From an optimization exercise on the open Yosys and OpenROAD flow, aimed at small area and a short achievable clock period; shortcuts taken in it are not production practice.

==> run D <==
// cte_fma
module cte_fma (
    input  wire        clk,
    input  wire        rst,        
    input  wire        in_valid,
    input  wire        in_neg,     
    input  wire [31:0] in_a,
    input  wire [31:0] in_b,
    input  wire [31:0] in_c,
    output reg         out_valid,
    output reg  [31:0] out_r
);
export LEC_CHECK = 0
export CAP_MARGIN = 20
export CORE_MARGIN = 2
export CORE_UTILIZATION = 40
export SLEW_MARGIN = 20
create_clock -name core_clock -period 22.0 [get_ports {clk}]
standard.sh (not shown) runs the stock make flow with config.mk's settings and CLKGATE_MAP_FILE= SYNTH_SCRIPT=/design/flow/synth_recipe.tcl, a recipe that flattens the netlist after the stock synthesis.
==> flow/flow/run.sh <==
#!/bin/bash
set -euo pipefail
MARGIN=$(cat "$(dirname "$0")/margin.txt")
bash standard.sh SETUP_SLACK_MARGIN="$MARGIN" finish > standard_flow.log 2>&1
==> flow/flow/margin.txt <==
16
==> inputs of run E, as changes to run D <==
--- a/flow/design.v
+++ b/flow/design.v
@@ -52,17 +52,24 @@
     wire lo = pz | sh_raw[10];                     
     wire hi = c_zero | (~pz & ~sh_raw[10] & (|sh_raw[9:7]));   
     wire signed [9:0] e47 = lo ? $signed({2'd0, ec}) - 10'sd27
                                : $signed({2'd0, ea}) + $signed({2'd0, eb}) - 10'sd127;
     wire [6:0]  sh7  = sh_raw[6:0];
     wire [23:0] mcx  = mc ^ {24{sub}};
     wire [73:0] c_sh = {{128{sub}}, mcx, {50{sub}}} >> sh7;   
-    wire [6:0]  st_n = (sh7 > 7'd74) ? 7'd24 : (sh7 > 7'd50 ? sh7 - 7'd50 : 7'd0);
-    wire [23:0] st_m = ~(24'hFF_FFFF << st_n[4:0]) | {24{st_n[4] & st_n[3]}};
-    wire        c_st = hi ? ~c_zero : (~lo & |(mc & st_m));
+    reg [4:0] tz_c;
+    integer j;
+    always @(*) begin
+        tz_c = 5'd23;
+        for (j = 22; j >= 0; j = j - 1)
+            if (c0[j]) tz_c = j[4:0];
+    end
+    wire signed [11:0] st_d = $signed({4'd0, ea}) + $signed({4'd0, eb})
+                            - $signed({4'd0, ec}) - $signed({7'd0, tz_c}) - 12'sd151;
+    wire        c_st = ~c_zero & ~pz & ~st_d[11];
     wire [73:0] c_al = hi ? {74{sub}} : (lo ? {mcx, {50{sub}}} : c_sh);
     reg        v1, sp1, sc1, sub1, nan1, inf1, isg1, zr1;
     reg [49:0] ms1, mcy1;
     reg [74:0] cal1;
     reg signed [9:0] e471;
     always @(posedge clk) begin
         v1   <= rst ? 1'b0 : v0;
==> flow/run.sh (new file) <==
#!/bin/bash
# synth_recipe.tcl (not shown) runs the flow's synth.tcl, then flattens the netlist and writes it again
# the make line also repeats each setting of config.mk as NAME=value (left out here)
make -C /OpenROAD-flow-scripts/flow DESIGN_CONFIG=/design/flow/config.mk WORK_HOME=/design/flow/orfs CLKGATE_MAP_FILE= SYNTH_SCRIPT=/design/flow/synth_recipe.tcl finish
==> flow/config.mk (replaced) <==
export PLATFORM = sky130hd
export DESIGN_NAME = cte_fma
export DESIGN_NICKNAME = cte_fma
export VERILOG_FILES = /design/flow/design.v
export SDC_FILE = /design/flow/constraint.sdc
export NUM_CORES = 4
export LEC_CHECK = 0
export CAP_MARGIN = 50
export CORE_MARGIN = 2
export CORE_UTILIZATION = 55
export PLACE_DENSITY = 0.7
export SLEW_MARGIN = 70
removed: flow/flow/run.sh
removed: flow/flow/margin.txt
removed: flow/standard.sh
==> inputs of run C, as changes to run D <==
--- a/flow/design.v
+++ b/flow/design.v
@@ -37,71 +37,68 @@
     wire sub = sp ^ sc;
     wire pz  = a_zero | b_zero;
     wire p_inf = a_inf | b_inf;
     wire s1_nan = any_nan | (a_inf & b_zero) | (a_zero & b_inf) |
                   (p_inf & c_inf & sub);
     wire s1_inf = p_inf | c_inf;
     wire s1_isg = p_inf ? sp : sc;
-    wire s1_zr  = pz & c_zero;
-    wire [23:0] ma = {1'b1, a0[22:0]};
+    wire [23:0] ma = pz ? 24'd0 : {1'b1, a0[22:0]};
     wire [23:0] mb = {1'b1, b0[22:0]};
-    wire [23:0] mc = {1'b1, c0[22:0]};
+    wire [23:0] mc = c_zero ? 24'd0 : {1'b1, c0[22:0]};
     wire [49:0] ms, mcy;
     mul24cs u_mul (.a(ma), .b(mb), .s(ms), .c(mcy));
     wire signed [10:0] sh_raw = $signed({3'd0, ea}) + $signed({3'd0, eb})
                               - $signed({3'd0, ec}) - 11'sd100;
     wire lo = pz | sh_raw[10];                     
-    wire hi = c_zero | (~pz & ~sh_raw[10] & (|sh_raw[9:7]));   
+    wire hi = ~sh_raw[10] & (|sh_raw[9:7]);        
     wire signed [9:0] e47 = lo ? $signed({2'd0, ec}) - 10'sd27
                                : $signed({2'd0, ea}) + $signed({2'd0, eb}) - 10'sd127;
     wire [6:0]  sh7  = sh_raw[6:0];
     wire [23:0] mcx  = mc ^ {24{sub}};
     wire [73:0] c_sh = {{128{sub}}, mcx, {50{sub}}} >> sh7;   
     wire [6:0]  st_n = (sh7 > 7'd74) ? 7'd24 : (sh7 > 7'd50 ? sh7 - 7'd50 : 7'd0);
     wire [23:0] st_m = ~(24'hFF_FFFF << st_n[4:0]) | {24{st_n[4] & st_n[3]}};
     wire        c_st = hi ? ~c_zero : (~lo & |(mc & st_m));
-    wire [73:0] c_al = hi ? {74{sub}} : (lo ? {mcx, {50{sub}}} : c_sh);
-    reg        v1, sp1, sc1, sub1, nan1, inf1, isg1, zr1;
+    wire [73:0] c_al = lo ? {mcx, {50{sub}}} : (hi ? {74{sub}} : c_sh);
+    reg        v1, sp1, sc1, sub1, nan1, inf1, isg1;
     reg [49:0] ms1, mcy1;
     reg [74:0] cal1;
     reg signed [9:0] e471;
     always @(posedge clk) begin
         v1   <= rst ? 1'b0 : v0;
         sp1  <= sp;
         sc1  <= sc;
         sub1 <= sub;
         nan1 <= s1_nan;
         inf1 <= s1_inf;
         isg1 <= s1_isg;
-        zr1  <= s1_zr;
         ms1  <= ms;
         mcy1 <= mcy;
         cal1 <= {c_al, c_st ^ sub};
         e471 <= e47;
     end
     localparam [76:0] M49 = ~77'd0 << 49;          
     wire [76:0] cx  = {{2{sub1}}, cal1};
     wire [76:0] opa = {26'd0, ms1, 1'b0};
     wire [76:0] opb = {26'd0, mcy1, 1'b0};
     wire [76:0] s_a = opa ^ opb ^ cx;
     wire [76:0] c_a = {(opa[75:0] & opb[75:0]) | (opa[75:0] & cx[75:0]) | (opb[75:0] & cx[75:0]), 1'b0};
     wire [76:0] s_b = s_a ^ c_a ^ M49;
     wire [76:0] c_b = {(s_a[75:0] & c_a[75:0]) | (s_a[75:0] & M49[75:0]) | (c_a[75:0] & M49[75:0]), sub1};
     wire [76:0] sum = s_b + c_b;
-    reg        v2, sp2, sc2, nan2, inf2, isg2, zr2;
+    reg        v2, sp2, sc2, nan2, inf2, isg2;
     reg [76:0] sum2;
     reg signed [9:0] e472;
     always @(posedge clk) begin
         v2   <= rst ? 1'b0 : v1;
         sp2  <= sp1;
         sc2  <= sc1;
         nan2 <= nan1;
         inf2 <= inf1;
         isg2 <= isg1;
-        zr2  <= zr1;
         sum2 <= sum;
         e472 <= e471;
     end
     wire        neg = sum2[76];
     wire [75:0] mag = neg ? (~sum2[75:0] + 76'd1) : sum2[75:0];
     reg [6:0] lz, tz;
     integer k;
@@ -124,15 +121,15 @@
         inf3  <= inf2;
         isg3  <= isg2;
         rs3   <= sp2 ^ neg;
         zs3   <= sp2 & sc2;
         mag3  <= mag;
         lz3   <= lz;
         tz3   <= tz;
-        zero3 <= zero | zr2;
+        zero3 <= zero;
         e473  <= e472;
     end
     wire [75:0] q6 = lz3[6] ? {mag3[11:0], 64'd0} : mag3;
     wire [55:0] q5 = lz3[5] ? {q6[43:0], 12'd0} : q6[75:20];
     wire [39:0] q4 = lz3[4] ? q5[39:0] : q5[55:16];
     wire [31:0] q3 = lz3[3] ? q4[31:0] : q4[39:8];
     wire [27:0] q2 = lz3[2] ? q3[27:0] : q3[31:4];
==> flow/run.sh (new file) <==
#!/bin/bash
# synth_recipe.tcl (not shown) runs the flow's synth.tcl, then flattens the netlist and writes it again
# the make line also repeats each setting of config.mk as NAME=value (left out here)
make -C /OpenROAD-flow-scripts/flow DESIGN_CONFIG=/design/flow/config.mk WORK_HOME=/design/flow/orfs CLKGATE_MAP_FILE= SYNTH_SCRIPT=/design/flow/synth_recipe.tcl finish
==> flow/config.mk (replaced) <==
export PLATFORM = sky130hd
export DESIGN_NAME = cte_fma
export DESIGN_NICKNAME = cte_fma
export VERILOG_FILES = /design/flow/design.v
export SDC_FILE = /design/flow/constraint.sdc
export NUM_CORES = 4
export LEC_CHECK = 0
export CAP_MARGIN = 50
export CORE_MARGIN = 2
export CORE_UTILIZATION = 40
export SLEW_MARGIN = 70
removed: flow/flow/run.sh
removed: flow/flow/margin.txt
removed: flow/standard.sh
==> parameters.txt <==
Parameter                              Value

Yosys
  Combined area of all synthesized cells ... around 42000 µm²
  Most instantiated library cell after synthesis ... dfxtp_1
  Synthesized instance count ... 4699

Global route
  Antenna violations before repair ... 3
  Global-route wire length before repair ... 201 mm

Timing
  Max-Slew Margin vs Limit ... 0.226

Run status
  Outcome ... finished clean

Cells and area
  Share of cells above drive strength 1 ... 0.0804
  Count of sequential standard cells ... between 500 and 600
  Non-clock buffering overhead ... 0.0429
  Number of nets in the finished design ... between 5000 and 6000

Drt
  Post-detailed-route wirelength per cell ... roughly 21 µm
  Number of detailed-route iterations in the first pass ... 9

Clock network
  Later-pin clock latency in the skew report ... about 0.69 ns

Placement
  Final RePlAce weighted congestion ... around 0.92
(the above is from run D)
==> parameters.txt <==
Parameter                              Value

Yosys
  Combined area of all synthesized cells ... 42500 µm²
  Most instantiated library cell after synthesis ... dfxtp_1
  Synthesized instance count ... 4775

Run status
  Outcome ... finished clean

Global route
  Global-route wire length before repair ... between 200 and 250 mm

Cells and area
  Number of nets in the finished design ... between 5000 and 6000
  Share of cells above drive strength 1 ... 0.106
  Count of sequential standard cells ... between 500 and 600
  Non-clock buffering overhead ... 0.0528

Placement
  Final RePlAce weighted congestion ... between 0.9 and 1

Clock network
  Later-pin clock latency in the skew report ... roughly 0.65 ns

Drt
  Post-detailed-route wirelength per cell ... 22.4 µm

Timing
  Max-Slew Margin vs Limit ... 0.669
(the above is from run E)
==> parameters.txt <==
Parameter                              Value

Drt
  Number of detailed-route iterations in the first pass ... 7
  Post-detailed-route wirelength per cell ... roughly 23 µm

Clock network
  Later-pin clock latency in the skew report ... 0.70 ns

Run status
  Outcome ... finished clean

Cells and area
  Non-clock buffering overhead ... 0.0508
  Number of nets in the finished design ... roughly 5800
  Count of sequential standard cells ... around 520

Yosys
  Most instantiated library cell after synthesis ... nor2_1
  Combined area of all synthesized cells ... ~44000 µm²

Global route
  Global-route wire length before repair ... between 200 and 250 mm
(the above is from run C)
No functional check of the RTL was part of any run of this note.

==> static timing again, ports no longer ideal <==
The results above use ideal ports. As a check the final layouts listed here were re-extracted and re-timed, cells and wires unchanged. Step 1 (the two cells are an assumption about what drives the block):
set clk [get_ports {clk}]
set_driving_cell -lib_cell sky130_fd_sc_hd__clkbuf_16 $clk
set_driving_cell -lib_cell sky130_fd_sc_hd__buf_2 [delete_from_list [all_inputs] $clk]
Step 2 also shifts input and output timing later by t, the mid clock arrival at the registers, as if the neighbouring blocks saw the same clock. a / b / c = no drivers / after step 1 / after step 2; a / b = the first two.
| run | shift t [ns] | slack for setup (ns) | cell pins on the clock port's net |
|---|---|---|---|
| run D | 0.732 | 16.068 / 15.992 / 16.361 | 1 |
| run E | 0.699 | 16.088 / 16.017 / 16.664 | 1 |
| run C | 0.749 | 16.079 / 16.007 / 16.179 | 1 |
After both steps every run listed still meets setup and hold.
